This is an optimization exercise on Yosys and OpenROAD, whose aim is small area, a short achievable clock period and few clock cycles per item, not a production implementation. RTL that was checked went through simulation tests only; none was proved equivalent to the original. The RTL of runs 2 to 5 was laid out without a check of its function.

==> flow/design.v (outline; a module is shown in full before it is edited, if it fits) <==
// module loop_frame: 501 lines
// module lf_mac32: 1765 lines
// module lf_mac33: 1793 lines
// module lf_add33: 127 lines
module loop_frame (
    input  wire        clk,
    input  wire        rst,
    input  wire        cmd_valid,
    output wire        cmd_ready,
    input  wire [1:0]  cmd_op,
    input  wire [5:0]  cmd_addr,
    input  wire [31:0] cmd_data,
    input  wire [31:0] in_y,
    input  wire [31:0] in_r,
    input  wire [31:0] in_x1,
    input  wire [31:0] in_x2,
    input  wire [31:0] in_x3,
    output reg         out_valid,
    output reg  [31:0] out_value,
    output reg  [1:0]  out_lim,
    output reg  [11:0] out_flags
);
  // ...
==> flow/flow/run.sh <==
#!/bin/bash
# Layout flow: the standard ORFS flow (standard.sh), with repair_timing aimed
# at a setup slack margin so that the critical paths are sized for a short period.
# The clock period and all constraints stay the design's. Each make/tool output
# goes to its own log in this folder (ORFS also keeps its per-step logs under orfs/logs).
set -euo pipefail
MARGIN=24
bash standard.sh SYNTH_ARGS=-noabc SETUP_SLACK_MARGIN=$MARGIN MATCH_CELL_FOOTPRINT=0 synth > flow_synth.log 2>&1
bash standard.sh SETUP_SLACK_MARGIN=$MARGIN MATCH_CELL_FOOTPRINT=0 floorplan > flow_floorplan.log 2>&1
bash standard.sh SETUP_SLACK_MARGIN=$MARGIN MATCH_CELL_FOOTPRINT=0 place > flow_place.log 2>&1
bash standard.sh SETUP_SLACK_MARGIN=$MARGIN MATCH_CELL_FOOTPRINT=0 cts > flow_cts.log 2>&1
bash standard.sh SETUP_SLACK_MARGIN=$MARGIN MATCH_CELL_FOOTPRINT=0 MAX_REPAIR_ANTENNAS_ITER_DRT=10 route > flow_route.log 2>&1
bash standard.sh SETUP_SLACK_MARGIN=$MARGIN MATCH_CELL_FOOTPRINT=0 finish > flow_finish.log 2>&1
==> flow/standard.sh <==
#!/bin/bash
# synth_recipe.tcl (not shown) runs the flow's synth.tcl, then flattens the netlist and writes it again
# the make line also repeats each setting of config.mk as NAME=value (left out here)
make -C /OpenROAD-flow-scripts/flow DESIGN_CONFIG=/design/flow/config.mk WORK_HOME=/design/flow/orfs CLKGATE_MAP_FILE= SYNTH_SCRIPT=/design/flow/synth_recipe.tcl "${@:-finish}"
==> flow/config.mk <==
export PLATFORM = sky130hd
export DESIGN_NAME = loop_frame
export DESIGN_NICKNAME = loop_frame
export VERILOG_FILES = /design/flow/design.v
export SDC_FILE = /design/flow/constraint.sdc
export NUM_CORES = 8
export LEC_CHECK = 0
export ABC_AREA = 1
export CAP_MARGIN = 20
export CORE_MARGIN = 2
export CORE_UTILIZATION = 40
export CTS_CLUSTER_DIAMETER = 100
export CTS_CLUSTER_SIZE = 20
export PLACE_DENSITY = 0.7
export SLEW_MARGIN = 30
export TNS_END_PERCENT = 5
==> flow/constraint.sdc <==
create_clock -name core_clock -period 32.0 [get_ports {clk}]
set_input_delay 6.4000 -clock core_clock [delete_from_list [all_inputs] [get_ports {clk}]]
set_output_delay 6.4000 -clock core_clock [all_outputs]
set_load 0.01 [all_outputs]
==> flow_summary.yaml, run 1 <==
status:
  status: "no timing/DRC/antenna violations"
critical_path:
  worstSetupPathType: "register to output port"
  crit_family: "flip-flops"
detailed_routing:
  drt_iter0_markers: 31900
final_layout:
  clock_area_frac: 0.0234
  layout.clock_buffers: 251
  multi_input_area_share: 0.604
  final_core_util: 0.438
  fin_cells: 34700
floorplanning:
  die_area_um2: 590000
grt:
  antenna_found_initial: 138
  grtUsageMet2: 0.514
  use_met1: 0.448
synthesis:
  syn_inst: 27300
  synthXorXnorAreaFrac: 0.105
  yosys-mux-area-fraction: 0.00217
  yosysWarningCount: 1
sta:
  timing.final.max_slew_violations: 0
  rsz0062_at_grt: "yes"
  max_freq_mhz: 119
cts:
  clockBufferDepth: 4
  clk_pin_slew_worst_paths_ns: 0.09
  cts-resized-gates: 283
  htreeDepth: 4
min_path:
  worstHoldPathCells: 0
place:
  place_inst: 34300
Testbench counts, summed over its fixed seeds: cycles 11,312, frames 1,600.
==> module loop_frame, before the edit <==
module loop_frame (
    input  wire        clk,
    input  wire        rst,
    input  wire        cmd_valid,
    output wire        cmd_ready,
    input  wire [1:0]  cmd_op,
    input  wire [5:0]  cmd_addr,
    input  wire [31:0] cmd_data,
    input  wire [31:0] in_y,
    input  wire [31:0] in_r,
    input  wire [31:0] in_x1,
    input  wire [31:0] in_x2,
    input  wire [31:0] in_x3,
    output reg         out_valid,
    output reg  [31:0] out_value,
    output reg  [1:0]  out_lim,
    output reg  [11:0] out_flags
);
    localparam [31:0] SMAX = 32'h7fffffff;
    localparam [31:0] SMIN = 32'h80000000;
    localparam [31:0] ONE  = 32'h01000000;
    localparam F_SHAPE = 0, F_ERROR = 1, F_PID = 2, F_INTEG = 3, F_BQ0 = 4,
               F_BQ1 = 5, F_BQ2 = 6, F_BQ3 = 7, F_FF = 8, F_CLAMP = 9,
               F_RATE = 10, F_PSAT = 11;
    function [31:0] sat33;
        input [32:0] x;
        begin
            if (x[32] != x[31]) sat33 = x[32] ? SMIN : SMAX;
            else sat33 = x[31:0];
        end
    endfunction
    function ov33;
        input [32:0] x;
        begin
            ov33 = (x[32] != x[31]);
        end
    endfunction
    function [31:0] sat34;
        input [33:0] x;
        begin
            if (x[33] & ~(&x[32:31])) sat34 = SMIN;
            else if (~x[33] & (|x[32:31])) sat34 = SMAX;
            else sat34 = x[31:0];
        end
    endfunction
    function ov34;
        input [33:0] x;
        begin
            ov34 = (x[33] & ~(&x[32:31])) | (~x[33] & (|x[32:31]));
        end
    endfunction
    function [32:0] sx33;
        input [31:0] v;
        begin
            sx33 = {v[31], v};
        end
    endfunction
    function [33:0] sx34;
        input [31:0] v;
        begin
            sx34 = {{2{v[31]}}, v};
        end
    endfunction
    function [47:0] benc;
        input [31:0] y;
        input        ng;
        reg   [32:0] yb;
        integer k;
        begin
            yb = {y, 1'b0};
            for (k = 0; k < 16; k = k + 1) begin
                benc[k]      = yb[2*k] ^ yb[2*k+1];
                benc[16 + k] = (yb[2*k+2] & ~yb[2*k+1] & ~yb[2*k]) | (~yb[2*k+2] & yb[2*k+1] & yb[2*k]);
                benc[32 + k] = yb[2*k+2] ^ ng;
            end
        end
    endfunction
    function [64:0] mrow;
        input        ai;
        input [64:0] acc;
        input [31:0] add;
        begin
            mrow = ai ? acc : {9'd0, ~add[31], add[30:0], 1'b0, 23'h7fffff};
        end
    endfunction
    reg  [6:0] sl;
    wire [6:0] sl_n = {sl[5:0], sl[6]};
    reg        init;
    reg        rdy;
    reg        cv_q, acc_q, rst_q;
    reg  [1:0] op_q;
    reg  [5:0] ad_q;
    assign cmd_ready = rdy;
    wire acc_cmd   = rdy;
    wire acc_frame = acc_cmd & (op_q != 2'd3);
    wire acc_wr    = acc_cmd & (op_q == 2'd3);
    reg       vA, vB, vC;
    reg [1:0] opA, opB, opC;
    wire nA = vA & (opA == 2'd0), pA = vA & (opA == 2'd1), wA = nA | pA;
    wire nB = vB & (opB == 2'd0), pB = vB & (opB == 2'd1), wB = nB | pB;
    wire wC = vC & ((opC == 2'd0) | (opC == 2'd1));
    wire vA_n = sl[1] ? acc_frame : vA;
    wire vB_n = sl[1] ? vA : vB;
    wire vC_n = sl[1] ? vB : (vC & ~sl[2]);
    wire pA_n = sl[1] ? (acc_frame & (op_q == 2'd1)) : pA;
    wire pB_n = sl[1] ? pA : pB;
    reg       rg_v;
    reg [1:0] rg_u;
    reg [6:0] rg_s;
    always @(*) begin
        rg_v = 1'b1; rg_u = 2'd0; rg_s = 7'd0;
        case (ad_q)
            6'd0:  begin rg_u = 2'd0; rg_s = 7'b0001000; end    
            6'd2:  begin rg_u = 2'd0; rg_s = 7'b1000000; end    
            6'd3:  begin rg_u = 2'd1; rg_s = 7'b1000000; end    
            6'd4:  begin rg_u = 2'd2; rg_s = 7'b1000000; end    
            6'd6:  begin rg_u = 2'd3; rg_s = 7'b0001000; end    
            6'd7:  begin rg_u = 2'd3; rg_s = 7'b0010000; end    
            6'd8:  begin rg_u = 2'd3; rg_s = 7'b0100000; end    
            6'd12: begin rg_u = 2'd2; rg_s = 7'b0000100; end    
            6'd16: begin rg_u = 2'd0; rg_s = 7'b0000010; end    
            6'd17: begin rg_u = 2'd0; rg_s = 7'b0000100; end    
            6'd18: begin rg_u = 2'd0; rg_s = 7'b0100000; end    
            6'd19: begin rg_u = 2'd0; rg_s = 7'b0010000; end    
            6'd20: begin rg_u = 2'd0; rg_s = 7'b0000001; end    
            6'd21: begin rg_u = 2'd1; rg_s = 7'b0000100; end    
            6'd22: begin rg_u = 2'd1; rg_s = 7'b0010000; end    
            6'd23: begin rg_u = 2'd1; rg_s = 7'b0000001; end    
            6'd24: begin rg_u = 2'd1; rg_s = 7'b0100000; end    
            6'd25: begin rg_u = 2'd1; rg_s = 7'b0000010; end    
            6'd26: begin rg_u = 2'd1; rg_s = 7'b0001000; end    
            6'd27: begin rg_u = 2'd2; rg_s = 7'b0001000; end    
            6'd28: begin rg_u = 2'd2; rg_s = 7'b0000001; end    
            6'd29: begin rg_u = 2'd2; rg_s = 7'b0100000; end    
            6'd30: begin rg_u = 2'd2; rg_s = 7'b0000010; end    
            6'd31: begin rg_u = 2'd2; rg_s = 7'b0010000; end    
            6'd32: begin rg_u = 2'd3; rg_s = 7'b1000000; end    
            6'd33: begin rg_u = 2'd3; rg_s = 7'b0000010; end    
            6'd34: begin rg_u = 2'd3; rg_s = 7'b0000001; end    
            6'd35: begin rg_u = 2'd3; rg_s = 7'b0000100; end    
            default: rg_v = 1'b0;
        endcase
    end
    wire wr_plain  = (ad_q == 6'd1) | (ad_q == 6'd5) | (ad_q == 6'd9) |
                     (ad_q == 6'd10) | (ad_q == 6'd11) | (ad_q == 6'd13);
    wire wr_lreset = (ad_q == 6'd62);
    wire lreset = acc_wr & wr_lreset;
    wire busy_n = vA_n | vB_n | vC_n;
    wire init_n = init & ~sl[6];
    wire wr_ok  = rg_v ? (~busy_n & (|(sl_n & rg_s))) :
                  wr_lreset ? (~busy_n & sl_n[2]) :
                  wr_plain ? ~busy_n : 1'b1;
    wire cmd_ok = (op_q != 2'd3) ? sl_n[1] : wr_ok;
    always @(posedge clk) begin
        if (rst) begin
            sl   <= 7'b0000001;
            init <= 1'b1;
            rdy  <= 1'b0;
            cv_q <= 1'b0;
            acc_q <= 1'b0;
            rst_q <= 1'b1;
            vA   <= 1'b0;
            vB   <= 1'b0;
            vC   <= 1'b0;
            opA  <= 2'd0;
            opB  <= 2'd0;
            opC  <= 2'd0;
        end else begin
            sl   <= sl_n;
            init <= init_n;
            rdy  <= cv_q & ~acc_q & ~rst_q & ~acc_cmd & ~init_n & cmd_ok;
            cv_q <= cmd_valid;
            acc_q <= acc_cmd;
            rst_q <= 1'b0;
            vC   <= vC_n;
            if (sl[1]) begin
                vB  <= vA;
                opC <= opB;
                opB <= opA;
                vA  <= acc_frame;
                opA <= op_q;
            end
        end
    end
    always @(posedge clk) begin
        op_q <= cmd_op;
        ad_q <= cmd_addr;
    end
    reg [223:0] ring0, ring1, ring2, ring3;
    wire [31:0] c0 = ring0[31:0], c1 = ring1[31:0], c2 = ring2[31:0], c3 = ring3[31:0];
    wire wr_r0 = acc_wr & rg_v & (rg_u == 2'd0);
    wire wr_r1 = acc_wr & rg_v & (rg_u == 2'd1);
    wire wr_r2 = acc_wr & rg_v & (rg_u == 2'd2);
    wire wr_r3 = acc_wr & rg_v & (rg_u == 2'd3);
    wire [31:0] def0 = (sl[1] | sl[3]) ? ONE : 32'd0;
    wire [31:0] def1 = (sl[2] | sl[3]) ? ONE : 32'd0;
    wire [31:0] def2 = sl[4] ? ONE : 32'd0;
    always @(posedge clk) begin
        ring0 <= {wr_r0 ? cmd_data : (init ? def0 : c0), ring0[223:32]};
        ring1 <= {wr_r1 ? cmd_data : (init ? def1 : c1), ring1[223:32]};
        ring2 <= {wr_r2 ? cmd_data : (init ? def2 : c2), ring2[223:32]};
        ring3 <= {wr_r3 ? cmd_data : (init ? 32'd0 : c3), ring3[223:32]};
    end
    reg [31:0] p_dr, p_bias, p_omin, p_omax, p_du;
    reg        p_rev;
    always @(posedge clk) begin
        if (rst_q) begin
            p_dr   <= SMAX;
            p_bias <= 32'd0;
            p_omin <= SMIN;
            p_omax <= SMAX;
            p_du   <= SMAX;
            p_rev  <= 1'b0;
        end else if (acc_wr) begin
            case (ad_q)
                6'd1:  p_dr   <= cmd_data;
                6'd5:  p_bias <= cmd_data;
                6'd9:  p_omin <= cmd_data;
                6'd10: p_omax <= cmd_data;
                6'd11: p_du   <= cmd_data;
                6'd13: p_rev  <= cmd_data[0];
                default: ;
            endcase
        end
    end
    reg [31:0] r_q, y_q, x1_q, x2_q, x3_q, t_q;
    reg [31:0] step_q, p_q, gi_q, d_q, f_q, u_q;
    reg [31:0] b0_q, b1_q, b2_q, b3_q;
    reg [64:0] acc0, acc1, acc2, acc3;
    reg [11:0] flA, flB;
    reg [31:0] st_rs, st_eprev, st_i;
    reg [31:0] s1_0, s1_1, s1_2, s1_3, s2_0, s2_1, s2_2, s2_3;
    reg [7:0]  zf;
    wire [7:0] zw;       
    wire       zclr;
    wire [7:0] zf_n = zclr ? 8'hff : (zf & ~zw);
    reg        st_fz;
    reg       i0, t0, a0s1, a0s2, a0u;
    reg       i1, t1, a1s11, a1s12, a1s2, a1u;
    reg       i2, t2, a2s2, a2s1, a2u;
    reg       i3, t3, a3b, a3s2;
    always @(posedge clk) begin
        i0   <= sl_n[0] | sl_n[4];
        t0   <= sl_n[2] | sl_n[5];
        a0s1 <= sl_n[1] & ~pA_n & ~zf_n[0];
        a0u  <= sl_n[1] & pA_n;
        a0s2 <= sl_n[2] & ~zf_n[4];
        i1   <= sl_n[1] | sl_n[5];
        t1   <= sl_n[0] | sl_n[4];
        a1s11 <= sl_n[2] & ~pB_n & ~zf_n[1];
        a1s12 <= sl_n[3] & ~pB_n & ~zf_n[2];
        a1u  <= (sl_n[2] | sl_n[3]) & pB_n;
        a1s2 <= sl_n[4] & ~zf_n[5];
        i2   <= sl_n[1] | sl_n[5];
        t2   <= sl_n[0] | sl_n[3];
        a2s2 <= sl_n[3] & ~zf_n[6];
        a2s1 <= sl_n[4] & ~pB_n & ~zf_n[3];
        a2u  <= sl_n[4] & pB_n;
        i3   <= sl_n[0] | sl_n[2] | sl_n[4] | sl_n[5];
        t3   <= sl_n[1] | sl_n[3] | sl_n[4] | sl_n[6];
        a3b  <= sl_n[3];
        a3s2 <= sl_n[6] & ~zf_n[7];
    end
    wire      g0n = sl_n[0] | sl_n[4] | (sl_n[1] & pA_n);
    wire      g1n = sl_n[1] | sl_n[5] | ((sl_n[2] | sl_n[3]) & pB_n);
    wire      g2n = sl_n[1] | sl_n[5] | (sl_n[4] & pB_n);
    wire      g3n = sl_n[0] | sl_n[2];
    reg  [47:0] bq0, bq1, bq2, bq3;
    always @(posedge clk) begin
        bq0 <= benc(ring0[63:32], g0n);
        bq1 <= benc(ring1[63:32], g1n);
        bq2 <= benc(ring2[63:32], g2n);
        bq3 <= benc(ring3[63:32], g3n);
    end
    wire [31:0] ad0 = ({32{a0s1}} & s1_0) | ({32{a0s2}} & s2_0) | ({32{a0u}} & u_q);
    wire [31:0] ad1 = ({32{a1s11}} & s1_1) | ({32{a1s12}} & s1_2) | ({32{a1s2}} & s2_1) | ({32{a1u}} & u_q);
    wire [31:0] ad2 = ({32{a2s2}} & s2_2) | ({32{a2s1}} & s1_3) | ({32{a2u}} & u_q);
    wire [31:0] ad3 = ({32{a3b}} & p_bias) | ({32{a3s2}} & s2_3);
    reg  [31:0] xq0, xq1, xq3;
    reg  [32:0] xq2;
    wire [64:0] z0, z1, z2, z3;
    wire [31:0] r0, r1, r2, r3;
    wire        s0, s1, s2, s3;
    lf_mac32 u0 (.x(xq0), .bo(bq0[15:0]), .bt(bq0[31:16]), .bn(bq0[47:32]), .row(mrow(i0, acc0, ad0)), .st(t0), .z(z0), .r(r0), .s(s0));
    lf_mac32 u1 (.x(xq1), .bo(bq1[15:0]), .bt(bq1[31:16]), .bn(bq1[47:32]), .row(mrow(i1, acc1, ad1)), .st(t1), .z(z1), .r(r1), .s(s1));
    lf_mac33 u2 (.x(xq2), .bo(bq2[15:0]), .bt(bq2[31:16]), .bn(bq2[47:32]), .row(mrow(i2, acc2, ad2)), .st(t2), .z(z2), .r(r2), .s(s2));
    lf_mac32 u3 (.x(xq3), .bo(bq3[15:0]), .bt(bq3[31:16]), .bn(bq3[47:32]), .row(mrow(i3, acc3, ad3)), .st(t3), .z(z3), .r(r3), .s(s3));
    wire [32:0] dr_full;
    lf_add33 a_dr (.a(sx33(r_q)), .b(~sx33(st_rs)), .ci(1'b1), .s(dr_full));
    wire [32:0] st_pl    = sx33(step_q) + sx33(p_dr);
    wire [32:0] st_mi    = sx33(p_dr) - sx33(step_q);
    wire        sel_dr   = p_dr[31] | st_mi[32];
    wire        sel_nd   = ~p_dr[31] & st_pl[32];
    wire [31:0] step_c   = sel_dr ? p_dr : (sel_nd ? ~p_dr : step_q);
    wire [32:0] rs_full;
    lf_add33 a_rs (.a(sx33(st_rs)), .b(sx33(step_c)), .ci(sel_nd), .s(rs_full));
    wire [31:0] e_pa     = p_rev ? y_q : st_rs;
    wire [31:0] e_pb     = p_rev ? st_rs : y_q;
    wire [32:0] e_full   = sx33(e_pa) - sx33(e_pb);
    wire [31:0] e_new    = sat33(e_full);
    wire [32:0] ed_new   = sx33(e_new) - sx33(st_eprev);
    wire [31:0] dr_new   = sat33(dr_full);
    wire        gi_pos   = ~gi_q[31] & (|gi_q[30:0]);
    wire        i_cond   = ~((out_lim == 2'b01) & gi_pos) & ~((out_lim == 2'b11) & gi_q[31]);
    wire [32:0] i_full   = sx33(st_i) + sx33(gi_q);
    wire [31:0] i_new    = i_cond ? sat33(i_full) : st_i;
    wire [32:0] pd       = sx33(p_q) + sx33(d_q);
    wire [33:0] u_full   = {pd[32], pd} + sx34(i_new);
    wire [32:0] pu_full  = sx33(t_q) - sx33(f_q);
    wire [31:0] pu       = sat33(pu_full);
    wire [33:0] pi_full  = sx34(pu) - {pd[32], pd};
    wire [31:0] u_new    = pA ? pu : sat34(u_full);
    reg  [32:0] h1_q, l1_q;
    reg  [31:0] bmin_q, prev_q;
    wire [32:0] lo_q, hi_q;
    lf_add33 a_lo (.a(sx33(prev_q)), .b(~sx33(p_du)), .ci(1'b1), .s(lo_q));
    lf_add33 a_hi (.a(sx33(prev_q)), .b(sx33(p_du)), .ci(1'b0), .s(hi_q));
    always @(posedge clk) begin
        if (sl[1]) prev_q <= pA ? t_q : out_value;
        bmin_q <= ($signed(p_omin) < $signed(p_omax)) ? p_omin : p_omax;
        h1_q <= ($signed(sx33(p_omax)) < $signed(hi_q)) ? sx33(p_omax) : hi_q;
        l1_q <= ($signed(lo_q) > $signed(sx33(bmin_q))) ?
                    (($signed(lo_q) < $signed(hi_q)) ? lo_q : hi_q) :
                    (($signed(sx33(bmin_q)) < $signed(hi_q)) ? sx33(bmin_q) : hi_q);
    end
    wire [32:0] v_full   = sx33(pB ? u_q : b3_q) + sx33(f_q);
    wire [31:0] v_sat    = sat33(v_full);
    wire [32:0] hh       = ($signed(h1_q) > $signed(l1_q)) ? h1_q : l1_q;
    wire        v_gt_hh  = $signed(sx33(v_sat)) > $signed(hh);
    wire        v_lt_l1  = $signed(sx33(v_sat)) < $signed(l1_q);
    wire [1:0]  lim_new  = v_gt_hh ? 2'b01 : (v_lt_l1 ? 2'b11 : 2'b00);
    wire [32:0] w_rt     = v_lt_l1 ? l1_q : (v_gt_hh ? hh : sx33(v_sat));
    wire        v_gt_mx  = $signed(v_sat) > $signed(p_omax);
    wire        v_lt_bm  = $signed(v_sat) < $signed(bmin_q);
    wire [31:0] o_val    = v_gt_mx ? p_omax : (v_lt_bm ? bmin_q : v_sat);
    reg  [31:0] o_q;
    reg  [32:0] wrt_q;
    reg         ovo_q;
    always @(posedge clk) begin
        if (sl[5]) begin
            o_q   <= o_val;
            wrt_q <= w_rt;
            ovo_q <= v_gt_mx | v_lt_bm;
        end
    end
    wire        w_gt_mx  = $signed(wrt_q) > $signed(sx33(p_omax));
    wire        w_lt_bm  = $signed(wrt_q) < $signed(sx33(bmin_q));
    wire [31:0] w_fin    = w_gt_mx ? p_omax : (w_lt_bm ? bmin_q : wrt_q[31:0]);
    wire        f_clamp  = ovo_q | w_gt_mx | w_lt_bm;
    wire        f_rate   = (wrt_q != sx33(o_q));
    always @(posedge clk) begin
        if (sl[1]) begin
            r_q  <= in_r;
            y_q  <= in_y;
            x1_q <= in_x1;
            x2_q <= in_x2;
            x3_q <= in_x3;
            t_q  <= cmd_data;
        end
        step_q <= r0;
        p_q    <= r0;
        gi_q   <= r1;
        d_q    <= st_fz ? 32'd0 : r2;
        if (sl[5]) f_q <= r3;
        if (sl[0]) u_q <= u_new;
        if (sl[1]) b0_q <= r0;
        if (sl[2]) b1_q <= r1;
        if (sl[3]) b2_q <= r1;
        if (sl[4]) b3_q <= r2;
        case (1'b1)
            sl[6]: begin
                xq0 <= pB ? u_q : b0_q;  xq1 <= pB ? u_q : b0_q;
                xq2 <= sx33(pB ? u_q : b1_q); xq3 <= b3_q;
            end
            sl[0]: begin
                xq0 <= u_new;  xq1 <= pB ? u_q : b1_q;
                xq2 <= sx33(pB ? u_q : b2_q); xq3 <= pB ? u_q : b2_q;
            end
            sl[1]: begin
                xq0 <= u_q;    xq1 <= pA ? u_q : r0;
                xq2 <= sx33(b2_q); xq3 <= pB ? xq3 : b3_q;
            end
            sl[2]: begin
                xq0 <= dr_new; xq1 <= pB ? u_q : r1;
                xq2 <= sx33(r1); xq3 <= x1_q;
            end
            sl[3]: begin
                xq0 <= b0_q;   xq1 <= b0_q;
                xq2 <= sx33(pB ? u_q : r1); xq3 <= x2_q;
            end
            sl[4]: begin
                xq0 <= u_q;    xq1 <= b1_q;
                xq2 <= sx33(b2_q); xq3 <= x3_q;
            end
            default: begin
                xq0 <= e_new;  xq1 <= e_new;
                xq2 <= ed_new; xq3 <= b2_q;
            end
        endcase
        if (t0) acc0 <= z0;
        acc1 <= z1;
        if (t2) acc2 <= z2;
        acc3 <= z3;
    end
    always @(posedge clk) begin
        if (rst_q) begin
            st_rs <= 32'd0; st_eprev <= 32'd0; st_i <= 32'd0; st_fz <= 1'b0;
            out_value <= 32'd0; out_lim <= 2'd0;
        end else if (lreset) begin
            st_rs <= cmd_data; st_eprev <= 32'd0; st_i <= 32'd0;
            out_value <= c2; out_lim <= 2'd0;
        end else begin
            if (sl[4] & vA) st_rs <= sat33(rs_full);
            if (sl[6] & vA) st_fz <= (opA == 2'd2);
            if (sl[6] & wA) st_eprev <= xq0;
            if (sl[0] & nA) st_i <= i_new;
            if (sl[0] & pA) st_i <= sat34(pi_full);
            if (sl[5] & wB) out_lim <= lim_new;
            if (sl[6] & wB) out_value <= w_fin;
        end
    end
    assign zw[0] = (sl[1] & pA) | (sl[4] & nB);
    assign zw[1] = (sl[2] & pB) | (sl[5] & nB);
    assign zw[2] = (sl[3] & pB) | (sl[5] & nB);
    assign zw[3] = (sl[4] & pB) | (sl[0] & nB);
    assign zw[4] = sl[0] & wB;
    assign zw[5] = sl[1] & wB;
    assign zw[6] = sl[1] & wB;
    assign zw[7] = sl[2] & wC;
    assign zclr  = rst_q | lreset;
    always @(posedge clk) begin
        zf <= zf_n;
        if (sl[1] & pA) s1_0 <= r0;
        if (sl[4] & nB) s1_0 <= r0;
        if (zw[4]) s2_0 <= r0;
        if (sl[2] & pB) s1_1 <= r1;
        if (sl[5] & nB) s1_1 <= r1;
        if (zw[5]) s2_1 <= r1;
        if (sl[3] & pB) s1_2 <= r1;
        if (sl[5] & nB) s1_2 <= r2;
        if (zw[6]) s2_2 <= r2;
        if (sl[4] & pB) s1_3 <= r2;
        if (sl[0] & nB) s1_3 <= r3;
        if (zw[7]) s2_3 <= r3;
    end
    always @(posedge clk) begin
        if (rst) begin
            out_valid <= 1'b0;
            out_flags <= 12'd0;
            flA <= 12'd0;
            flB <= 12'd0;
        end else begin
            out_valid <= sl[2] & vC;
            if (sl[1]) begin
                out_flags <= flB
                           | ((wB & s1) ? (12'd1 << F_BQ1) : 12'd0)
                           | ((wB & s2) ? (12'd1 << F_BQ2) : 12'd0);
                flB <= flA | ((wA & s0) ? (12'd1 << F_BQ0) : 12'd0);
                flA <= 12'd0;
            end else begin
                if (sl[2] & wC & s3) out_flags[F_BQ3] <= 1'b1;
                case (1'b1)
                    sl[2]: begin
                        if (vA & ov33(dr_full)) flA[F_SHAPE] <= 1'b1;
                        if (wB & s1) flB[F_BQ1] <= 1'b1;
                    end
                    sl[3]: begin
                        if (vA & s0) flA[F_SHAPE] <= 1'b1;
                        if (wB & s1) flB[F_BQ2] <= 1'b1;
                    end
                    sl[4]: begin
                        if (vA & ov33(rs_full)) flA[F_SHAPE] <= 1'b1;
                        if (wB & s2) flB[F_BQ3] <= 1'b1;
                        if (nB & s0) flB[F_BQ0] <= 1'b1;
                    end
                    sl[5]: begin
                        if (wA & ov33(e_full)) flA[F_ERROR] <= 1'b1;
                        if (wA & s3) flA[F_FF] <= 1'b1;
                        if (nB & s1) flB[F_BQ1] <= 1'b1;
                        if (nB & s2) flB[F_BQ2] <= 1'b1;
                        if (wB & ov33(v_full)) flB[F_FF] <= 1'b1;
                    end
                    sl[6]: begin
                        if (wA & (s0 | (s2 & ~st_fz))) flA[F_PID] <= 1'b1;
                        if (nA & s1) flA[F_INTEG] <= 1'b1;
                        if (wB & f_clamp) flB[F_CLAMP] <= 1'b1;
                        if (wB & f_rate) flB[F_RATE] <= 1'b1;
                    end
                    sl[0]: begin
                        if (nA & i_cond & ov33(i_full)) flA[F_INTEG] <= 1'b1;
                        if (nA & ov34(u_full)) flA[F_PID] <= 1'b1;
                        if (pA & (ov33(pu_full) | ov34(pi_full))) flA[F_PSAT] <= 1'b1;
                        if (wB & s0) flB[F_BQ0] <= 1'b1;
                        if (nB & s3) flB[F_BQ3] <= 1'b1;
                    end
                    default: ;
                endcase
            end
        end
    end
endmodule
==> run 2: changes to the inputs <==
--- a/flow/design.v
+++ b/flow/design.v
@@ -182,9 +182,11 @@
             end
         end
     end
+    reg  [31:0] dt_q;
     always @(posedge clk) begin
         op_q <= cmd_op;
         ad_q <= cmd_addr;
+        dt_q <= cmd_data;
     end
     reg [223:0] ring0, ring1, ring2, ring3;
     wire [31:0] c0 = ring0[31:0], c1 = ring1[31:0], c2 = ring2[31:0], c3 = ring3[31:0];
@@ -196,10 +198,10 @@
     wire [31:0] def1 = (sl[2] | sl[3]) ? ONE : 32'd0;
     wire [31:0] def2 = sl[4] ? ONE : 32'd0;
     always @(posedge clk) begin
-        ring0 <= {wr_r0 ? cmd_data : (init ? def0 : c0), ring0[223:32]};
-        ring1 <= {wr_r1 ? cmd_data : (init ? def1 : c1), ring1[223:32]};
-        ring2 <= {wr_r2 ? cmd_data : (init ? def2 : c2), ring2[223:32]};
-        ring3 <= {wr_r3 ? cmd_data : (init ? 32'd0 : c3), ring3[223:32]};
+        ring0 <= {wr_r0 ? dt_q : (init ? def0 : c0), ring0[223:32]};
+        ring1 <= {wr_r1 ? dt_q : (init ? def1 : c1), ring1[223:32]};
+        ring2 <= {wr_r2 ? dt_q : (init ? def2 : c2), ring2[223:32]};
+        ring3 <= {wr_r3 ? dt_q : (init ? 32'd0 : c3), ring3[223:32]};
     end
     reg [31:0] p_dr, p_bias, p_omin, p_omax, p_du;
     reg        p_rev;
@@ -213,12 +215,12 @@
             p_rev  <= 1'b0;
         end else if (acc_wr) begin
             case (ad_q)
-                6'd1:  p_dr   <= cmd_data;
-                6'd5:  p_bias <= cmd_data;
-                6'd9:  p_omin <= cmd_data;
-                6'd10: p_omax <= cmd_data;
-                6'd11: p_du   <= cmd_data;
-                6'd13: p_rev  <= cmd_data[0];
+                6'd1:  p_dr   <= dt_q;
+                6'd5:  p_bias <= dt_q;
+                6'd9:  p_omin <= dt_q;
+                6'd10: p_omax <= dt_q;
+                6'd11: p_du   <= dt_q;
+                6'd13: p_rev  <= dt_q[0];
                 default: ;
             endcase
         end
@@ -355,7 +357,7 @@
             x1_q <= in_x1;
             x2_q <= in_x2;
             x3_q <= in_x3;
-            t_q  <= cmd_data;
+            t_q  <= dt_q;
         end
         step_q <= r0;
         p_q    <= r0;
@@ -407,7 +409,7 @@
             st_rs <= 32'd0; st_eprev <= 32'd0; st_i <= 32'd0; st_fz <= 1'b0;
             out_value <= 32'd0; out_lim <= 2'd0;
         end else if (lreset) begin
-            st_rs <= cmd_data; st_eprev <= 32'd0; st_i <= 32'd0;
+            st_rs <= dt_q; st_eprev <= 32'd0; st_i <= 32'd0;
             out_value <= c2; out_lim <= 2'd0;
         end else begin
             if (sl[4] & vA) st_rs <= sat33(rs_full);
--- a/flow/config.mk
+++ b/flow/config.mk
@@ -9,8 +9,6 @@
 export CAP_MARGIN = 20
 export CORE_MARGIN = 2
 export CORE_UTILIZATION = 40
-export CTS_CLUSTER_DIAMETER = 100
-export CTS_CLUSTER_SIZE = 20
 export PLACE_DENSITY = 0.7
 export SLEW_MARGIN = 30
-export TNS_END_PERCENT = 5
+export TNS_END_PERCENT = 0
==> flow_summary.yaml, run 2 <==
final_layout:
  final_common_cell: "nand2_1"
  area_growth_pct: 11.1
  design_area_um2: 260000
  mostFrequentLayoutCells: "nand2_1 (4,749), inv_1 (2,646), xor2_1 (2,550)"
  drive_above_1_share: 0.0820
  finalNetCount: 30500
floorplanning:
  start_util: 0.402
  row_count: 280
  core_area_um2: 582000
  die_h_um: 769
  die_w_um: 769
  die_area_um2: 591000
  io_pins: 251
place:
  hpwl_mm: 861
  port_buffers: 250
  gp_congestion: 1.08
  place_area_um2: 245000
sta:
  finalSetupViolations: 0
  timing.final.max_slew_violations: 0
  final.min_clock_period_ns: 8.40
  max_freq_mhz: 119
  tns_ns: 0
  max_slew_margin: 0.186
  rsz0062_at_grt: "yes"
  final-hold-violation-count: 0
  tightestPinTransition_ns: 1.22
  finalCritPeriodShare: 0.263
  fin_skew_ns: 0.105
critical_path:
  cp-end-kind: "register"
  critPathBufInv: 4
  worstSetupPathType: "register to register"
  cp.arrival_ns: 9.24
  critPathRequiredTime_ns: 32.84
  cpMostUsedCell: "nand2_1"
  start_kind: "register"
  critPathSlowestCell: "fa_1"
  path_max_fanout: 32
  crit_family: "adder cells"
  critPathMaxStageDelay_ns: 0.59
synthesis:
  yosysTopAreaCell: "fa_1"
  synth_top_area_share: 0.179
  synth_area_leaders: "fa_1 (18%), dfxtp_1 (16%), edfxtp_1 (12%)"
  synthFlopType: "dfxtp_1"
  ys_seq_elements: 2824
  synth_fp_nets: 30900
  seq_area_frac_synth: 0.280
  syn-mean-instance-area_um2: 8.62
  synthTopCellsByCount: "nand2_1 (4,780), inv_1 (2,732), xor2_1 (2,577)"
  synth_most_common_cell: "nand2_1"
  yosysWarningCount: 1
  syn_inst: 27100
  syn_area_um2: 234000
  synth_edf_count: 900
  synth.distinct_cells: 86
  async_flop_share: 0
cts:
  insertion_delay_ns: 1.06
  numCtsBuffers: 324
  clockBufferDepth: 4
  root_buffer: "clkbuf_16"
  htreeDepth: 5
  clk_pin_slew_worst_paths_ns: 0.08
  clkSinkCount: 2824
  cts_tree: "done"
run:
  maxCapViolCount: 0
grt:
  grt_overflow: 0
  grt_max_degree: 90
  antenna_found_initial: 160
  grt_usage: 0.376
  grt_pass1_vias: 206000
  grt_pass1_wl_mm: 1590
detailed_routing:
  drt_iter0_markers: 29700
  via_per_inst: 6.14
  drc: 0
  drtPass1Iterations: 9
  vias: 214000
  wl_per_cell_um: 33.1
  drtAntennaViolNets: 0
  wl_mm: 1150
status:
  status: "no timing/DRC/antenna violations"
min_path:
  hold_class: "register to register"
## run 2: cell types whose count changed after synthesis, moves of 26 or more
cell and change:
nand2_1 -276, inv_1 -119, nand3_1 +118, a21oi_1 -86
o21ai_0 -81, o21ai_1 +71, nand4_1 -37, and2_4 -36
dfxtp_1 +32, and2_1 +27, nor2_2 +27, inv_2 +26
## run 2: worst paths after layout
path | start | to | slack (ns) | depth (start not counted)
worst max-delay path | xq0[7] | xq1[21] | 23.60 | 33
worst min-delay path | ring3[75] | ring3[43] | 0.29 | 0
worst max register to register | xq0[7] | xq1[21] | 23.60 | 33
worst min register to register | ring3[75] | ring3[43] | 0.29 | 0
## run 2: area by class of cell
type / count / area [um^2]
Timing Repair Buffer: 934 / 8710
Sequential cell: 2824 / 65800
Timing Repair inverter: 3 / 17.5
Fill cell: 56500 / 322000
Clock buffer: 415 / 9060
Multi-Input combinational cell: 19800 / 153000
Clock inverter: 184 / 2280
Antenna cell: 149 / 373
Tap cell: 7755 / 9700
Inverter: 2797 / 10700
## run 2: timing repair
action / CTS / global route
gates resized for setup: 294 / 396
gates cloned: 8 / 6
buffers inserted: 40 / 42
pin swaps: 8 / 27
endpoints found under the setup margin: 759 / 795
hold buffers: 0 / 0
## run 2: routing by layer
layer  GRT usage  vias to the layer above  wire length (um)
li1            -                    89900                 -
met1       0.464                   104000            424000
met2       0.556                    15900            485000
met3       0.113                     4067            138000
met4       0.276                       82            106000
met5    0.000162                        -               533
## run 2: stage by stage
| stage | hold slack [ns] | utilization | std cells | setup WS [ns] |
|---|---|---|---|---|
| CTS | 0.279 | 0.442 | 34700 | 23.62 |
| detailed placement | 0.312 | 0.420 | 34000 | 22.08 |
| global placement | 0.310 | 0.420 | 34000 | 22.12 |
| floorplan | 0.310 | - | 27100 | 24.13 |
| global route | 0.296 | 0.446 | 34800 | 23.53 |
| finish | 0.291 | 0.446 | 34900 | 23.60 |
## run 2: cell families (layout without fill, tap and decap cells)
kind of cell	Yosys count	count (layout)	share of synthesized area
buf+inv	4488	4333	0.0733
flops	2824	2824	0.280
fa+ha+maj	3536	3536	0.256
xor+xnor	2815	2815	0.105
other cells	0	149	0
simple gates	7409	7414	0.131
compound gates	6018	6019	0.152
mux	46	46	0.00221
## run 2: worst reg2reg max path, delay by kind of cell, from the launching register on
kind	cells	cell delay [ns]
AOI/OAI and AO/OA	3	0.69
and+or+nand+nor	18	2.40
xor gates and xnor gates	1	0.20
buffers and inverters	4	0.94
DFF	1	0.38
adders and majority gates	7	3.60
==> run 3: changes to the inputs <==
--- a/flow/design.v
+++ b/flow/design.v
@@ -75,12 +75,10 @@
             end
         end
     endfunction
-    function [64:0] mrow;
-        input        ai;
-        input [64:0] acc;
+    function [64:0] arow;
         input [31:0] add;
         begin
-            mrow = ai ? acc : {9'd0, ~add[31], add[30:0], 1'b0, 23'h7fffff};
+            arow = {9'd0, ~add[31], add[30:0], 1'b0, 23'h7fffff};
         end
     endfunction
     reg  [6:0] sl;
@@ -228,7 +226,8 @@
     reg [31:0] r_q, y_q, x1_q, x2_q, x3_q, t_q;
     reg [31:0] step_q, p_q, gi_q, d_q, f_q, u_q;
     reg [31:0] b0_q, b1_q, b2_q, b3_q;
-    reg [64:0] acc0, acc1, acc2, acc3;
+    reg [64:0] acc0, acc2;
+    reg [64:0] row0, row1, row2, row3;
     reg [11:0] flA, flB;
     reg [31:0] st_rs, st_eprev, st_i;
     reg [31:0] s1_0, s1_1, s1_2, s1_3, s2_0, s2_1, s2_2, s2_3;
@@ -237,32 +236,17 @@
     wire       zclr;
     wire [7:0] zf_n = zclr ? 8'hff : (zf & ~zw);
     reg        st_fz;
-    reg       i0, t0, a0s1, a0s2, a0u;
-    reg       i1, t1, a1s11, a1s12, a1s2, a1u;
-    reg       i2, t2, a2s2, a2s1, a2u;
-    reg       i3, t3, a3b, a3s2;
+    reg       t0, t1, t2, t3;
     always @(posedge clk) begin
-        i0   <= sl_n[0] | sl_n[4];
         t0   <= sl_n[2] | sl_n[5];
-        a0s1 <= sl_n[1] & ~pA_n & ~zf_n[0];
-        a0u  <= sl_n[1] & pA_n;
-        a0s2 <= sl_n[2] & ~zf_n[4];
-        i1   <= sl_n[1] | sl_n[5];
         t1   <= sl_n[0] | sl_n[4];
-        a1s11 <= sl_n[2] & ~pB_n & ~zf_n[1];
-        a1s12 <= sl_n[3] & ~pB_n & ~zf_n[2];
-        a1u  <= (sl_n[2] | sl_n[3]) & pB_n;
-        a1s2 <= sl_n[4] & ~zf_n[5];
-        i2   <= sl_n[1] | sl_n[5];
         t2   <= sl_n[0] | sl_n[3];
-        a2s2 <= sl_n[3] & ~zf_n[6];
-        a2s1 <= sl_n[4] & ~pB_n & ~zf_n[3];
-        a2u  <= sl_n[4] & pB_n;
-        i3   <= sl_n[0] | sl_n[2] | sl_n[4] | sl_n[5];
         t3   <= sl_n[1] | sl_n[3] | sl_n[4] | sl_n[6];
-        a3b  <= sl_n[3];
-        a3s2 <= sl_n[6] & ~zf_n[7];
     end
+    wire [31:0] zs1_0 = zf_n[0] ? 32'd0 : s1_0, zs1_1 = zf_n[1] ? 32'd0 : s1_1,
+                zs1_2 = zf_n[2] ? 32'd0 : s1_2, zs1_3 = zf_n[3] ? 32'd0 : s1_3,
+                zs2_0 = zf_n[4] ? 32'd0 : s2_0, zs2_1 = zf_n[5] ? 32'd0 : s2_1,
+                zs2_2 = zf_n[6] ? 32'd0 : s2_2, zs2_3 = zf_n[7] ? 32'd0 : s2_3;
     wire      g0n = sl_n[0] | sl_n[4] | (sl_n[1] & pA_n);
     wire      g1n = sl_n[1] | sl_n[5] | ((sl_n[2] | sl_n[3]) & pB_n);
     wire      g2n = sl_n[1] | sl_n[5] | (sl_n[4] & pB_n);
@@ -274,19 +258,15 @@
         bq2 <= benc(ring2[63:32], g2n);
         bq3 <= benc(ring3[63:32], g3n);
     end
-    wire [31:0] ad0 = ({32{a0s1}} & s1_0) | ({32{a0s2}} & s2_0) | ({32{a0u}} & u_q);
-    wire [31:0] ad1 = ({32{a1s11}} & s1_1) | ({32{a1s12}} & s1_2) | ({32{a1s2}} & s2_1) | ({32{a1u}} & u_q);
-    wire [31:0] ad2 = ({32{a2s2}} & s2_2) | ({32{a2s1}} & s1_3) | ({32{a2u}} & u_q);
-    wire [31:0] ad3 = ({32{a3b}} & p_bias) | ({32{a3s2}} & s2_3);
     reg  [31:0] xq0, xq1, xq3;
     reg  [32:0] xq2;
     wire [64:0] z0, z1, z2, z3;
     wire [31:0] r0, r1, r2, r3;
     wire        s0, s1, s2, s3;
-    lf_mac32 u0 (.x(xq0), .bo(bq0[15:0]), .bt(bq0[31:16]), .bn(bq0[47:32]), .row(mrow(i0, acc0, ad0)), .st(t0), .z(z0), .r(r0), .s(s0));
-    lf_mac32 u1 (.x(xq1), .bo(bq1[15:0]), .bt(bq1[31:16]), .bn(bq1[47:32]), .row(mrow(i1, acc1, ad1)), .st(t1), .z(z1), .r(r1), .s(s1));
-    lf_mac33 u2 (.x(xq2), .bo(bq2[15:0]), .bt(bq2[31:16]), .bn(bq2[47:32]), .row(mrow(i2, acc2, ad2)), .st(t2), .z(z2), .r(r2), .s(s2));
-    lf_mac32 u3 (.x(xq3), .bo(bq3[15:0]), .bt(bq3[31:16]), .bn(bq3[47:32]), .row(mrow(i3, acc3, ad3)), .st(t3), .z(z3), .r(r3), .s(s3));
+    lf_mac32 u0 (.x(xq0), .bo(bq0[15:0]), .bt(bq0[31:16]), .bn(bq0[47:32]), .row(row0), .st(t0), .z(z0), .r(r0), .s(s0));
+    lf_mac32 u1 (.x(xq1), .bo(bq1[15:0]), .bt(bq1[31:16]), .bn(bq1[47:32]), .row(row1), .st(t1), .z(z1), .r(r1), .s(s1));
+    lf_mac33 u2 (.x(xq2), .bo(bq2[15:0]), .bt(bq2[31:16]), .bn(bq2[47:32]), .row(row2), .st(t2), .z(z2), .r(r2), .s(s2));
+    lf_mac32 u3 (.x(xq3), .bo(bq3[15:0]), .bt(bq3[31:16]), .bn(bq3[47:32]), .row(row3), .st(t3), .z(z3), .r(r3), .s(s3));
     wire [32:0] dr_full;
     lf_add33 a_dr (.a(sx33(r_q)), .b(~sx33(st_rs)), .ci(1'b1), .s(dr_full));
     wire [32:0] st_pl    = sx33(step_q) + sx33(p_dr);
@@ -400,9 +380,23 @@
             end
         endcase
         if (t0) acc0 <= z0;
-        acc1 <= z1;
         if (t2) acc2 <= z2;
-        acc3 <= z3;
+        case (1'b1)    
+            sl[6]: begin row0 <= acc0;                      row1 <= arow(32'd0);
+                         row2 <= arow(32'd0);               row3 <= z3; end
+            sl[0]: begin row0 <= arow(pA ? u_new : zs1_0);  row1 <= z1;
+                         row2 <= z2;                        row3 <= arow(32'd0); end
+            sl[1]: begin row0 <= arow(zs2_0);               row1 <= arow(pA ? u_q : zs1_1);
+                         row2 <= arow(32'd0);               row3 <= z3; end
+            sl[2]: begin row0 <= arow(32'd0);               row1 <= arow(pB ? u_q : zs1_2);
+                         row2 <= arow(zs2_2);               row3 <= arow(p_bias); end
+            sl[3]: begin row0 <= acc0;                      row1 <= arow(zs2_1);
+                         row2 <= arow(pB ? u_q : zs1_3);    row3 <= z3; end
+            sl[4]: begin row0 <= arow(32'd0);               row1 <= z1;
+                         row2 <= acc2;                      row3 <= z3; end
+            default: begin row0 <= arow(32'd0);             row1 <= arow(32'd0);
+                         row2 <= arow(32'd0);               row3 <= arow(zs2_3); end
+        endcase
     end
     always @(posedge clk) begin
         if (rst_q) begin
==> flow_summary.yaml, run 3 <==
final_layout:
  finalNetCount: 31600
  area_growth_pct: 11.0
  fillers: 59000
  mostFrequentLayoutCells: "nand2_1 (5,081), inv_1 (2,965), xor2_1 (2,526)"
  final_common_cell: "nand2_1"
  final_core_util: 0.446
  fin_cells: 36300
  multi_input_area_um2: 156000
  design_area_um2: 267000
  regArea_um2: 68100
  drive_above_1_share: 0.0755
synthesis:
  ys_seq_elements: 2940
  synthFlopType: "dfxtp_1"
  async_flop_share: 0
  synth_edf_count: 900
  synth.distinct_cells: 82
  syn-mean-instance-area_um2: 8.47
  synth_most_common_cell: "nand2_1"
  yosysWarningCount: 1
  syn_area_um2: 240000
  seq_area_frac_synth: 0.282
  synthTopCellsByCount: "nand2_1 (5,139), inv_1 (3,102), xor2_1 (2,547)"
  yosysTopAreaCell: "fa_1"
  synth_top_area_share: 0.174
  synth_area_leaders: "fa_1 (17%), dfxtp_1 (17%), edfxtp_1 (11%)"
  synth_fp_nets: 32100
  syn_inst: 28400
critical_path:
  ff2ff_path_depth: 28
  crit_family: "buffers and inverters"
  worstPathCellList: "clkdlybuf4s50_1"
  r2r_start: "xq0[23]"
  critPathRequiredTime_ns: 25.60
  cp.arrival_ns: 1.91
  path_max_fanout: 2
  start_kind: "register"
  critPathBufInv: 1
  critPathMaxStageDelay_ns: 0.54
  r2r_setup_slack_ns: 23.70
  cp-end-kind: "output port"
  critPathSlowestCell: "clkdlybuf4s50_1"
  worstSetupPathType: "register to output port"
  reg2reg_to: "s1_0[21]"
place:
  gp_congestion: 1.04
  place_inst: 35500
  port_buffers: 250
  hpwl_mm: 950
  place_area_um2: 251000
  pre_cts_slack_ns: 22.50
sta:
  timing.final.max_slew_violations: 0
  max_slew_margin: 0.195
  fin_skew_ns: 0.0822
  finalSetupViolations: 0
  setup_ws_ns: 23.69
  finalCritPeriodShare: 0.260
  tns_ns: 0
  rsz0062_at_grt: "yes"
  final.min_clock_period_ns: 8.31
  tightestPinTransition_ns: 1.19
  whs_ns: 0.298
  max_freq_mhz: 120
  final-hold-violation-count: 0
cts:
  clkSinkCount: 2940
  numCtsBuffers: 341
  clockBufferDepth: 4
  ctsHoldBuffers: 0
  clk_pin_slew_worst_paths_ns: 0.06
  cts_tree: "done"
  htreeDepth: 5
  insertion_delay_ns: 1.06
  root_buffer: "clkbuf_16"
detailed_routing:
  wl_per_cell_um: 35.0
  drtPass1Iterations: 9
  wl_mm: 1270
  drtAntennaViolNets: 0
  drc: 0
  vias: 225000
  via_per_inst: 6.19
  drt_iter0_markers: 33200
status:
  status: "no timing/DRC/antenna violations"
grt:
  grt_pass1_wl_mm: 1720
  grt_pass1_vias: 212000
  antenna_found_initial: 198
  grt_usage: 0.403
  grt_overflow: 0
  grt_max_degree: 129
floorplanning:
  die_h_um: 779
  row_count: 284
  die_area_um2: 607000
  die_w_um: 779
  io_pins: 251
  start_util: 0.402
  core_area_um2: 598000
min_path:
  worst_hold_path.endpoint: "ring2[155]"
  hold_class: "register to register"
  worstHoldPathCells: 0
  hold_start: "ring2[187]"
run:
  maxCapViolCount: 0
[run 3: cell count changes after synthesis, sizes merged, moves of 43 or more]
cell / previous run / this run
o21ai: 1549 / 1672
or2: 149 / 73
nand3: 821 / 1150
clkbuf: 1448 / 1498
nor2: 1143 / 1254
nand2: 4828 / 5194
dfxtp: 1924 / 2040
a21oi: 1449 / 1339
inv: 2785 / 3125
o21a: 36 / 79
[run 3: timing repair]
| action | CTS | global route |
|---|---|---|
| cloned | 2 | 9 |
| setup buffers | 25 | 41 |
| pin swaps | 2 | 17 |
| gates resized for setup | 299 | 547 |
| endpoints found under the setup margin | 832 | 856 |
[run 3: cell type report]
| cell class | instances | area share |
|---|---|---|
| diodes | 155 | 0.00145 |
| clock buffers | 456 | 0.0358 |
| clock inverters | 180 | 0.00721 |
| inverters | 3142 | 0.0450 |
| multi-input cells | 20600 | 0.585 |
| flip-flops and latches | 2940 | 0.255 |
| well taps | 8008 | 0.0376 |
| repair buffers | 902 | 0.0326 |
| repair inverters | 4 | 0.0000985 |
[run 3: cell families (layout without fill, tap and decap cells)]
group	after synthesis	count (layout)	share of synthesized area
buffers and inverters	4881	4684	0.0773
xor gates and xnor gates	2753	2753	0.100
other	0	155	0
adders and majority gates	3536	3536	0.249
AOI/OAI and AO/OA	6041	6042	0.148
and+or+nand+nor	8167	8169	0.140
muxes	51	51	0.00236
DFF	2940	2940	0.282
[run 3: worst max path at each step]
stage	start	end	slack, ns	depth (start not counted)
finish	out_value[14]	out_value[14]	23.69	1
global placement	xq1[31]	xq2[18]	22.49	33
detailed placement	xq1[31]	xq2[18]	22.50	33
floorplan	sl[1]	xq3[0]	24.37	3
global route	xq2[22]	s1_3[14]	23.61	32
CTS	out_valid	out_valid	23.63	1
[run 3: routing by layer]
metal	part of all wire	GRT usage
met4	0.075	0.241
met5	0.00071	0.00165
met1	0.39	0.526
met3	0.14	0.150
met2	0.40	0.567
==> run 4: changes to the inputs <==
--- a/flow/config.mk
+++ b/flow/config.mk
@@ -11,4 +11,4 @@
 export CORE_UTILIZATION = 40
 export PLACE_DENSITY = 0.7
 export SLEW_MARGIN = 30
-export TNS_END_PERCENT = 0
+export TNS_END_PERCENT = 5
==> flow_summary.yaml, run 4 <==
status:
  status: "no timing/DRC/antenna violations"
synthesis:
  synth.distinct_cells: 82
  synth_edf_count: 900
  yosysWarningCount: 1
  syn_area_um2: 240000
  synth_top_area_share: 0.174
  yosysTopAreaCell: "fa_1"
  synth_most_common_cell: "nand2_1"
  syn-mean-instance-area_um2: 8.47
  seq_area_frac_synth: 0.282
  syn_inst: 28400
  synthFlopType: "dfxtp_1"
  async_flop_share: 0
  synthTopCellsByCount: "nand2_1 (5,139), inv_1 (3,102), xor2_1 (2,547)"
  synth_area_leaders: "fa_1 (17%), dfxtp_1 (17%), edfxtp_1 (11%)"
  synth_fp_nets: 32100
  ys_seq_elements: 2940
sta:
  finalCritPeriodShare: 0.261
  timing.final.max_slew_violations: 0
  whs_ns: 0.296
  final.min_clock_period_ns: 8.34
  rsz0062_at_grt: "yes"
  max_slew_margin: 0.209
  final-hold-violation-count: 0
  tns_ns: 0
  tightestPinTransition_ns: 1.19
  max_freq_mhz: 120
  setup_ws_ns: 23.66
  finalSetupViolations: 0
  fin_skew_ns: 0.0898
cts:
  cts_tree: "done"
  root_buffer: "clkbuf_16"
  clockBufferDepth: 4
  htreeDepth: 5
  clk_pin_slew_worst_paths_ns: 0.06
  insertion_delay_ns: 1.07
  numCtsBuffers: 341
  ctsHoldBuffers: 0
  clkSinkCount: 2940
critical_path:
  critPathSlowestCell: "dfxtp_1"
  path_max_fanout: 3
  critPathRequiredTime_ns: 25.60
  r2r_start: "prev_q[0]"
  cp.arrival_ns: 1.94
  crit_family: "flip-flops"
  worstSetupPathType: "register to output port"
  critPathMaxStageDelay_ns: 0.53
  r2r_setup_slack_ns: 23.70
  cp-end-kind: "output port"
  start_kind: "register"
  critPathBufInv: 1
  startpoint: "out_value[31]"
  worstPathCellList: "dlymetal6s2s_1"
detailed_routing:
  top_layer: "met5"
  wl_per_cell_um: 35.1
  drc: 0
  wl_met3_mm: 177
  wl_met1_mm: 491
  vias: 225000
  drtAntennaViolNets: 0
  drt_iter0_markers: 32000
  wl_mm: 1280
  drtPass1Iterations: 12
  via_per_inst: 6.19
  wl_met2_mm: 511
min_path:
  hold_start: "ring2[133]"
  hold_class: "register to register"
final_layout:
  mostFrequentLayoutCells: "nand2_1 (5,051), inv_1 (2,960), xor2_1 (2,514)"
  fin_cells: 36400
  finalNetCount: 31700
  fillers: 58800
  drive_above_1_share: 0.0845
  design_area_um2: 269000
  final_core_util: 0.449
  area_growth_pct: 11.9
  final_common_cell: "nand2_1"
grt:
  grt_pass1_vias: 212000
  grt_max_degree: 129
  grt_usage: 0.404
  antenna_found_initial: 197
  grt_overflow: 0
  grt_pass1_wl_mm: 1730
place:
  gp_congestion: 1.04
  place_inst: 35500
  pre_cts_slack_ns: 22.50
  hpwl_mm: 950
  port_buffers: 250
  place_area_um2: 251000
floorplanning:
  core_area_um2: 598000
  die_area_um2: 607000
  row_count: 284
  io_pins: 251
  die_h_um: 779
  die_w_um: 779
  start_util: 0.402
run:
  maxCapViolCount: 0
-- run 4: worst paths after layout --
kind / endpoint / depth (start not counted)
min reg2reg: ring2[101] / 0
max: out_value[31] / 1
min: ring2[101] / 0
max reg2reg: l1_q[31] / 34
-- run 4: cell type report --
cell class / count / area (um^2) / share of cell area
Timing Repair Buffer: 970 / 9810 / 0.0365
Antenna cell: 123 / 308 / 0.00114
Sequential cell: 2940 / 68100 / 0.253
Multi-Input combinational cell: 20600 / 157000 / 0.584
Clock inverter: 180 / 1920 / 0.00715
Timing Repair inverter: 3 / 23.8 / 0.0000884
Tap cell: 8008 / 10000 / 0.0373
Inverter: 3142 / 12000 / 0.0447
Clock buffer: 456 / 9540 / 0.0355
-- run 4: cells by family (layout without fill, tap and decap cells) --
kind of cell | after synthesis | count (layout) | share of synthesized area
XOR/XNOR | 2753 | 2753 | 0.100
other | 0 | 123 | 0
flip-flops | 2940 | 2940 | 0.282
AO/OA/AOI/OAI | 6041 | 6042 | 0.148
multiplexers | 51 | 51 | 0.00236
adder cells (fa/ha/maj) | 3536 | 3536 | 0.249
buffers and inverters | 4881 | 4751 | 0.0773
AND/OR/NAND/NOR | 8167 | 8168 | 0.140
-- run 4: timing repair --
item / 4_1_cts / 5_1_grt
cloned: 5 / 7
gates resized for setup: 521 / 741
setup endpoints to repair: 832 / 804
setup buffers: 44 / 90
pin swaps: 8 / 69
-- run 4: metal layers --
metal	up-vias	track usage
met4	103	0.244
met1	110000	0.525
li1	93600	-
met2	17200	0.567
met3	3729	0.152
met5	-	0.00165
==> run 5: changes to the inputs <==
--- a/flow/design.v
+++ b/flow/design.v
@@ -180,11 +180,9 @@
             end
         end
     end
-    reg  [31:0] dt_q;
     always @(posedge clk) begin
         op_q <= cmd_op;
         ad_q <= cmd_addr;
-        dt_q <= cmd_data;
     end
     reg [223:0] ring0, ring1, ring2, ring3;
     wire [31:0] c0 = ring0[31:0], c1 = ring1[31:0], c2 = ring2[31:0], c3 = ring3[31:0];
@@ -196,10 +194,10 @@
     wire [31:0] def1 = (sl[2] | sl[3]) ? ONE : 32'd0;
     wire [31:0] def2 = sl[4] ? ONE : 32'd0;
     always @(posedge clk) begin
-        ring0 <= {wr_r0 ? dt_q : (init ? def0 : c0), ring0[223:32]};
-        ring1 <= {wr_r1 ? dt_q : (init ? def1 : c1), ring1[223:32]};
-        ring2 <= {wr_r2 ? dt_q : (init ? def2 : c2), ring2[223:32]};
-        ring3 <= {wr_r3 ? dt_q : (init ? 32'd0 : c3), ring3[223:32]};
+        ring0 <= {wr_r0 ? cmd_data : (init ? def0 : c0), ring0[223:32]};
+        ring1 <= {wr_r1 ? cmd_data : (init ? def1 : c1), ring1[223:32]};
+        ring2 <= {wr_r2 ? cmd_data : (init ? def2 : c2), ring2[223:32]};
+        ring3 <= {wr_r3 ? cmd_data : (init ? 32'd0 : c3), ring3[223:32]};
     end
     reg [31:0] p_dr, p_bias, p_omin, p_omax, p_du;
     reg        p_rev;
@@ -213,12 +211,12 @@
             p_rev  <= 1'b0;
         end else if (acc_wr) begin
             case (ad_q)
-                6'd1:  p_dr   <= dt_q;
-                6'd5:  p_bias <= dt_q;
-                6'd9:  p_omin <= dt_q;
-                6'd10: p_omax <= dt_q;
-                6'd11: p_du   <= dt_q;
-                6'd13: p_rev  <= dt_q[0];
+                6'd1:  p_dr   <= cmd_data;
+                6'd5:  p_bias <= cmd_data;
+                6'd9:  p_omin <= cmd_data;
+                6'd10: p_omax <= cmd_data;
+                6'd11: p_du   <= cmd_data;
+                6'd13: p_rev  <= cmd_data[0];
                 default: ;
             endcase
         end
@@ -337,7 +335,7 @@
             x1_q <= in_x1;
             x2_q <= in_x2;
             x3_q <= in_x3;
-            t_q  <= dt_q;
+            t_q  <= cmd_data;
         end
         step_q <= r0;
         p_q    <= r0;
@@ -403,7 +401,7 @@
             st_rs <= 32'd0; st_eprev <= 32'd0; st_i <= 32'd0; st_fz <= 1'b0;
             out_value <= 32'd0; out_lim <= 2'd0;
         end else if (lreset) begin
-            st_rs <= dt_q; st_eprev <= 32'd0; st_i <= 32'd0;
+            st_rs <= cmd_data; st_eprev <= 32'd0; st_i <= 32'd0;
             out_value <= c2; out_lim <= 2'd0;
         end else begin
             if (sl[4] & vA) st_rs <= sat33(rs_full);
--- a/flow/config.mk
+++ b/flow/config.mk
@@ -11,4 +11,4 @@
 export CORE_UTILIZATION = 40
 export PLACE_DENSITY = 0.7
 export SLEW_MARGIN = 30
-export TNS_END_PERCENT = 5
+export TNS_END_PERCENT = 0
==> flow_summary.yaml, run 5 <==
detailed_routing:
  drt_iter0_markers: 32400
  wl_per_cell_um: 32.4
  via_per_inst: 6.18
  wl_mm: 1160
  drtPass1Iterations: 9
  vias: 222000
  drc: 0
  drtAntennaViolNets: 0
synthesis:
  synth_edf_count: 900
  synthTopCellsByCount: "nand2_1 (5,019), inv_1 (3,022), xor2_1 (2,541)"
  yosysWarningCount: 1
  ys_seq_elements: 2908
  synth_fp_nets: 31800
  syn-mean-instance-area_um2: 8.52
  seq_area_frac_synth: 0.282
  async_flop_share: 0
  yosysTopAreaCell: "fa_1"
  synth_area_leaders: "fa_1 (18%), dfxtp_1 (17%), edfxtp_1 (11%)"
  synth_top_area_share: 0.175
  synthFlopType: "dfxtp_1"
  synth_most_common_cell: "nand2_1"
  synth.distinct_cells: 82
  syn_area_um2: 239000
  syn_inst: 28000
grt:
  top_usage_layer: "met2"
  grt_pass1_vias: 210000
  grt_pass1_wl_mm: 1600
  use_met1: 0.470
  antenna_found_initial: 168
  grt_max_degree: 117
  grt_overflow: 0
  grtUsageMet3: 0.129
  grt_usage: 0.369
  grtUsageMet2: 0.530
final_layout:
  finalNetCount: 31300
  final_core_util: 0.450
  mostFrequentLayoutCells: "nand2_1 (4,965), inv_1 (2,929), xor2_1 (2,506)"
  final_common_cell: "nand2_1"
  drive_above_1_share: 0.0820
  area_growth_pct: 11.9
  fillers: 57600
status:
  status: "no timing/DRC/antenna violations"
cts:
  clockBufferDepth: 4
  clk_pin_slew_worst_paths_ns: 0.06
  numCtsBuffers: 336
  root_buffer: "clkbuf_16"
  insertion_delay_ns: 1.07
  clkSinkCount: 2908
  htreeDepth: 5
  cts_tree: "done"
min_path:
  hold_class: "register to register"
sta:
  max_slew_margin: 0.203
  tns_ns: 0
  final.min_clock_period_ns: 8.47
  tightestPinTransition_ns: 1.18
  final-hold-violation-count: 0
  rsz0062_at_grt: "yes"
  finalSetupViolations: 0
  fin_skew_ns: 0.140
  timing.final.max_slew_violations: 0
  max_freq_mhz: 118
  finalCritPeriodShare: 0.265
place:
  hpwl_mm: 857
  gp_congestion: 1.08
  port_buffers: 250
critical_path:
  critPathMaxStageDelay_ns: 1.07
  crit_family: "buffers and inverters"
  worstSetupPathType: "input port to register"
  critPathBufInv: 3
  path_max_fanout: 5
  critPathRequiredTime_ns: 32.85
  worstPathCellList: "clkdlybuf4s50_1 -> clkinv_1 -> buf_4 -> o21ai_0"
  start_kind: "input port"
  cp-end-kind: "register"
  cp.arrival_ns: 9.32
  critPathSlowestCell: "clkdlybuf4s50_1"
floorplanning:
  core_area_um2: 594000
  die_h_um: 777
  row_count: 283
  io_pins: 251
  start_util: 0.402
  die_area_um2: 603000
  die_w_um: 777
run:
  maxCapViolCount: 0
## run 5: cell type report
class | count | area, um^2 | area share
clock inverter | 173 | 2220 | 0.00831
tap | 7837 | 9810 | 0.0367
clock buffer | 450 | 9510 | 0.0356
sequential | 2908 | 67500 | 0.253
timing repair buffer | 956 | 9370 | 0.0351
multi-input combinational | 20300 | 157000 | 0.586
inverter | 3056 | 11600 | 0.0436
antenna | 202 | 505 | 0.00189
timing repair inverter | 2 | 15.0 | 0.0000562
## run 5: kinds of logic after synthesis
logic type,synth area share
flops,0.282
simple gates,0.133
compound gates,0.154
fa+ha+maj,0.251
buf+inv,0.0766
xor+xnor,0.102
mux,0.00233
## run 5: final timing paths
check / startpoint / endpoint / slack (ns) / depth (start not counted)
max reg2reg: xq0[24] / b0_q[1] / 23.80 / 31
min reg2reg: ring1[136] / ring1[104] / 0.29 / 0
max: cmd_data[23] / ring1[215] / 23.53 / 4
min: ring1[136] / ring1[104] / 0.29 / 0
## run 5: metrics by stage
| step | worst slack [ns] | std cells | cell area [um^2] | hold WS (ns) |
|---|---|---|---|---|
| 2_1_floorplan | 24.23 | 28000 | 239000 | 0.310 |
| 3_3_place_gp | 21.31 | 35000 | 249000 | 0.310 |
| 3_5_place_dp | 21.48 | 35000 | 249000 | 0.312 |
| 4_1_cts | 23.77 | 35600 | 263000 | 0.287 |
| 5_1_grt | 23.74 | 35800 | 267000 | 0.304 |
| 6_report | 23.53 | 35900 | 267000 | 0.291 |
## run 5: metal layers
| layer | share of wire | up-vias | wire, um |
|---|---|---|---|
| met1 | 0.38 | 108000 | 437000 |
| met2 | 0.41 | 17100 | 474000 |
| li1 | - | 92800 | - |
| met4 | 0.083 | 94 | 96900 |
| met5 | 0.00083 | - | 964 |
| met3 | 0.13 | 4330 | 156000 |
## run 5: what timing repair did
item                                   4_1_cts  5_1_grt
hold buffers                                 0        0
pin swaps                                   11       60
gates cloned                                 6       16
endpoints found under the hold margin        0        0
buffers inserted                            41       72
gates resized for setup                    453      635
setup endpoints to repair                  800      857

## separate check: timing with driven ports
No port has a modelled driver above. Below, the same layouts with a new extraction and two added sets of constraints. Step 1, drivers: a clkbuf_16 drives clk and a buf_2 each remaining input, both assumed. Step 2 times the ports against the registers' clock, not the clock port: input delays grow and output delays shrink by t, the midpoint of the rising clock arrivals with the driver on. Three values: ideal, step 1, step 2; two values: the first two.
run | t (ns) | setup slack, ns | worst setup path after step 2
run 1 | 1.116 | 23.627 / 23.485 / 22.692 | input to register
run 2 | 1.143 | 23.600 / 23.537 / 22.907 | input to register
run 3 | 1.151 | 23.693 / 23.560 / 23.053 | input to register
run 4 | 1.159 | 23.657 / 23.518 / 23.093 | input to register
run 5 | 1.146 | 23.531 / 23.641 / 22.495 | input to register
After both steps setup and hold are still met in every run listed. For run 5, which loses most, drivers alone change the setup slack by +0.110 ns; drivers and shift together by -1.036 ns.
